This is an optimization exercise on Yosys and OpenROAD, whose aim is small area, a short achievable clock period and few clock cycles per item, not a production implementation. RTL that was checked went through simulation tests only; none was proved equivalent to the original. Power figures rest on the tool's default switching activity, not on a simulated workload.

## conf_raymap
module conf_raymap (
    input  wire        clk,
    input  wire        rst,
    input  wire [12:0] cfg_hogels_x,
    input  wire [12:0] cfg_hogels_y,
    input  wire [4:0]  cfg_views_u,
    input  wire [4:0]  cfg_views_v,
    input  wire [1:0]  cfg_lens_type,
    input  wire [1:0]  cfg_layout,
    input  wire [1:0]  cfg_view_flip,
    input  wire [7:0]  cfg_slant_p,
    input  wire [4:0]  cfg_slant_q,
    input  wire [14:0] cfg_pitch_x,
    input  wire [14:0] cfg_pitch_y,
    input  wire        req_valid,
    output wire        req_ready,
    input  wire [15:0] req_px,
    input  wire [15:0] req_py,
    input  wire [1:0]  req_k,
    output wire        map_req,
    output wire [23:0] map_addr,
    input  wire        map_ack,
    input  wire [63:0] map_data,
    output wire        res_valid,
    input  wire        res_ready,
    output wire [1:0]  res_kind,
    output wire [29:0] res_ray,
  ...
Size in the first run: about 19,000 cells after synthesis, roughly 2,700 flip-flops, about 250 I/O pins, ~200,000 µm² of cells after synthesis.
clock: 20.0 ns
lec_check: 0
abc_clock_period_in_ps: 5000
cap_margin: 20
core_margin: 2
core_utilization: 40
slew_margin: 20
tns_end_percent: 100
standard.sh (not shown) runs the stock make flow with config.mk's settings and CLKGATE_MAP_FILE= SYNTH_SCRIPT=/design/flow/synth_recipe.tcl, a recipe that flattens the netlist after the stock synthesis.
==> flow/flow/run.sh <==
#!/bin/bash
# Standard layout, with timing repair aiming well below the clock period.
set -euo pipefail
export SETUP_SLACK_MARGIN=${MARGIN:-12}
bash standard.sh > standard.log 2>&1
The baseline passed the timing, DRC and antenna checks.
Testbench counts at the start, summed over its fixed seeds: cycles 18,113, items 11,520.
Rerun with:
--- a/flow/flow/run.sh
+++ b/flow/flow/run.sh
@@ -4 +4 @@
-export SETUP_SLACK_MARGIN=${MARGIN:-12}
+export SETUP_SLACK_MARGIN=${MARGIN:-11}
Worst setup slack loses 520 ps; register-to-register slack loses 520 ps; power hardly moves; design area hardly moves; synthesized cell count is unchanged; cell count barely changes; fmax fell by 6.3%; combinational power hardly moves.

## v30
Another version of the RTL of conf_raymap (not shown whole).
For scale: roughly 19000 cells after synthesis, roughly 250 I/O pins, ~200000 sq um of cells after synthesis.
==> flow/config.mk <==
export PLATFORM = sky130hd
export DESIGN_NAME = conf_raymap
export DESIGN_NICKNAME = conf_raymap
export VERILOG_FILES = /design/flow/design.v
export SDC_FILE = /design/flow/constraint.sdc
export NUM_CORES = 4
export LEC_CHECK = 0
export ABC_CLOCK_PERIOD_IN_PS = 5000
export CAP_MARGIN = 20
export CORE_MARGIN = 2
export CORE_UTILIZATION = 40
export SLEW_MARGIN = 20
export TNS_END_PERCENT = 100
==> flow/constraint.sdc <==
create_clock -name core_clock -period 20.0 [get_ports {clk}]
set_input_delay 4.0000 -clock core_clock [delete_from_list [all_inputs] [get_ports {clk}]]
set_output_delay 4.0000 -clock core_clock [all_outputs]
set_load 0.01 [all_outputs]
==> flow/flow/run.sh <==
#!/bin/bash
# Standard layout, with timing repair aiming well below the clock period.
set -euo pipefail
export SETUP_SLACK_MARGIN=${MARGIN:-12}
bash standard.sh > standard.log 2>&1
The final layout from v30, which completed every stage, passed the timing, DRC and antenna checks at the end of the flow.
Testbench counts of v30, summed over its fixed seeds: cycles 18,113, items 11,520.
The following lists how v31 was set up differently from v30:
--- a/flow/flow/run.sh
+++ b/flow/flow/run.sh
@@ -4 +4 @@
-export SETUP_SLACK_MARGIN=${MARGIN:-12}
+export SETUP_SLACK_MARGIN=${MARGIN:-13}
--- a/flow/config.mk
+++ b/flow/config.mk
@@ -11 +11 @@
-export CORE_UTILIZATION = 40
+export CORE_UTILIZATION = 50
Results
Every run (v30 and v31) finished clean.
Going from v30 to v31, synthesis-to-layout area growth grows by 1.7 points.
The higher routed wire length of v30 and v31 is in v31.
[compare] base=v30 new=v31: total of clock buffers placed in the layout lost 15; worst hold slack fell by 15 ps; via count went up; required arrival time at the worst endpoint picked up an extra 90 ps.
> inputs changed (v31 -> v41)
--- a/flow/flow/run.sh
+++ b/flow/flow/run.sh
@@ -4 +4 @@
-export SETUP_SLACK_MARGIN=${MARGIN:-13}
+export SETUP_SLACK_MARGIN=${MARGIN:-14}
--- a/flow/config.mk
+++ b/flow/config.mk
@@ -11 +11 @@
-export CORE_UTILIZATION = 50
+export CORE_UTILIZATION = 40
--- outcome ---
[v41 vs v31] width of the chip: higher in v41. Re clock-buffer cell count: v31 and v41 aren't equal, and the lower value belongs to v31. Changes observed in v41 relative to v31: wire length per cell went down, area growth from synthesis to layout went up, core utilization went down.

conf_raymap, a different RTL version from the one above (not shown whole).
For scale: about 250 I/O pins, ~0.20 sq mm of cells after synthesis.
==> flow/config.mk <==
export PLATFORM = sky130hd
export DESIGN_NAME = conf_raymap
export DESIGN_NICKNAME = conf_raymap
export VERILOG_FILES = /design/flow/design.v
export SDC_FILE = /design/flow/constraint.sdc
export NUM_CORES = 4
export LEC_CHECK = 0
export ABC_CLOCK_PERIOD_IN_PS = 5000
export CAP_MARGIN = 20
export CORE_MARGIN = 2
export CORE_UTILIZATION = 40
export SLEW_MARGIN = 20
export TNS_END_PERCENT = 100
==> flow/constraint.sdc <==
create_clock -name core_clock -period 20.0 [get_ports {clk}]
set_input_delay 4.0000 -clock core_clock [delete_from_list [all_inputs] [get_ports {clk}]]
set_output_delay 4.0000 -clock core_clock [all_outputs]
set_load 0.01 [all_outputs]
==> flow/flow/run.sh <==
#!/bin/bash
# Standard layout, with timing repair aiming well below the clock period.
set -euo pipefail
export SETUP_SLACK_MARGIN=${MARGIN:-11}
bash standard.sh > standard.log 2>&1
Testbench counts at the start, summed over its fixed seeds: cycles 18,314, items 11,520.
Change:
==> flow/run.sh (new file) <==
#!/bin/bash
# synth_recipe.tcl (not shown) runs the flow's synth.tcl, then flattens the netlist and writes it again
# the make line also repeats each setting of config.mk as NAME=value (left out here)
make -C /OpenROAD-flow-scripts/flow DESIGN_CONFIG=/design/flow/config.mk WORK_HOME=/design/flow/orfs CLKGATE_MAP_FILE= SYNTH_SCRIPT=/design/flow/synth_recipe.tcl finish
--- a/flow/config.mk
+++ b/flow/config.mk
@@ -13 +12,0 @@
-export TNS_END_PERCENT = 100
removed: flow/flow/run.sh
removed: flow/standard.sh
After rerunning:
- wire length went up slightly
- setup slack degrades by 0.48 ns
- fmax came out lower by a few percent
- total power drops slightly
- synthesized cell count does not change

Another version of the RTL of conf_raymap (not shown whole).
For scale: roughly 14,000 cells after synthesis, ~0.16 sq mm of cells after synthesis.
Settings: LEC_CHECK=0, ABC_CLOCK_PERIOD_IN_PS=5000, CAP_MARGIN=20, CORE_MARGIN=2, CORE_UTILIZATION=40, SLEW_MARGIN=20, TNS_END_PERCENT=100; clock period 20.0 ns.
==> flow/flow/run.sh <==
#!/bin/bash
# Standard layout, with timing repair aiming well below the clock period.
set -euo pipefail
export SETUP_SLACK_MARGIN=${MARGIN:-12}
bash standard.sh > standard.log 2>&1
The starting point passed the timing, DRC and antenna checks.
Then changed:
==> flow/run.sh (new file) <==
#!/bin/bash
# synth_recipe.tcl (not shown) runs the flow's synth.tcl, then flattens the netlist and writes it again
# the make line also repeats each setting of config.mk as NAME=value (left out here)
make -C /OpenROAD-flow-scripts/flow DESIGN_CONFIG=/design/flow/config.mk WORK_HOME=/design/flow/orfs CLKGATE_MAP_FILE= SYNTH_SCRIPT=/design/flow/synth_recipe.tcl finish
- TNS_END_PERCENT: 100 -> unset
removed: flow/flow/run.sh
removed: flow/standard.sh
After rerunning: Non-clock buffer count decreases by 695. Sequential power hardly moves. Area after synthesis does not change. Critical path depth is lower by 3. Worst setup slack got worse by 3.6 ns. Utilization is lower by 3.2 points. Via count decreases by about 5%. Hold slack gets better by 0.010 ns. Clock power is lower by about 1%. Combinational power drops by about 30%.
No run of this note included a check of the RTL's function; only the layout flow was run.

what the ideal ports hide:
How much do the figures lean on ideal ports? The routed layouts below were timed once more, with nothing changed but the port constraints. Step 1: set_driving_cell puts a clkbuf_16 on clk and a buf_2 on each other input, an assumption about the parent block. Step 2 also shifts input and output timing later by t, the mid clock arrival at the registers, as if the neighbouring blocks saw the same clock. Three values: ideal, step 1, step 2; two values: the first two.
| run | t, ns | setup WS [ns] | hold WS [ns] |
|---|---|---|---|
| the first run of note 1 | 1.081 | 12.263 / 12.263 / 11.525 | 0.400 / 0.400 / 0.400 |
| the second run of note 1 | 1.071 | 11.742 / 11.742 / 11.653 | 0.364 / 0.364 / 0.364 |
| v30 | 1.093 | 12.265 / 12.277 / 11.261 | 0.413 / 0.413 / 0.413 |
| v31 | 1.063 | 12.935 / 12.935 / 12.197 | 0.398 / 0.398 / 0.398 |
| v41 | 1.088 | 12.977 / 12.977 / 12.977 | 0.405 / 0.405 / 0.405 |
| the first run of note 3 | 1.105 | 11.501 / 11.501 / 11.501 | 0.337 / 0.337 / 0.337 |
| the second run of note 3 | 1.073 | 11.024 / 11.024 / 10.811 | 0.399 / 0.399 / 0.399 |
| the first run of note 4 | 1.004 | 9.123 / 9.123 / 9.123 | 0.398 / 0.398 / 0.398 |
| the second run of note 4 | 1.003 | 5.542 / 5.542 / 5.542 | 0.408 / 0.408 / 0.408 |
After both steps every run listed still meets setup and hold. The setup slack of v30, which loses most, moves by +0.012 ns with the drivers and by -1.004 ns with both steps.
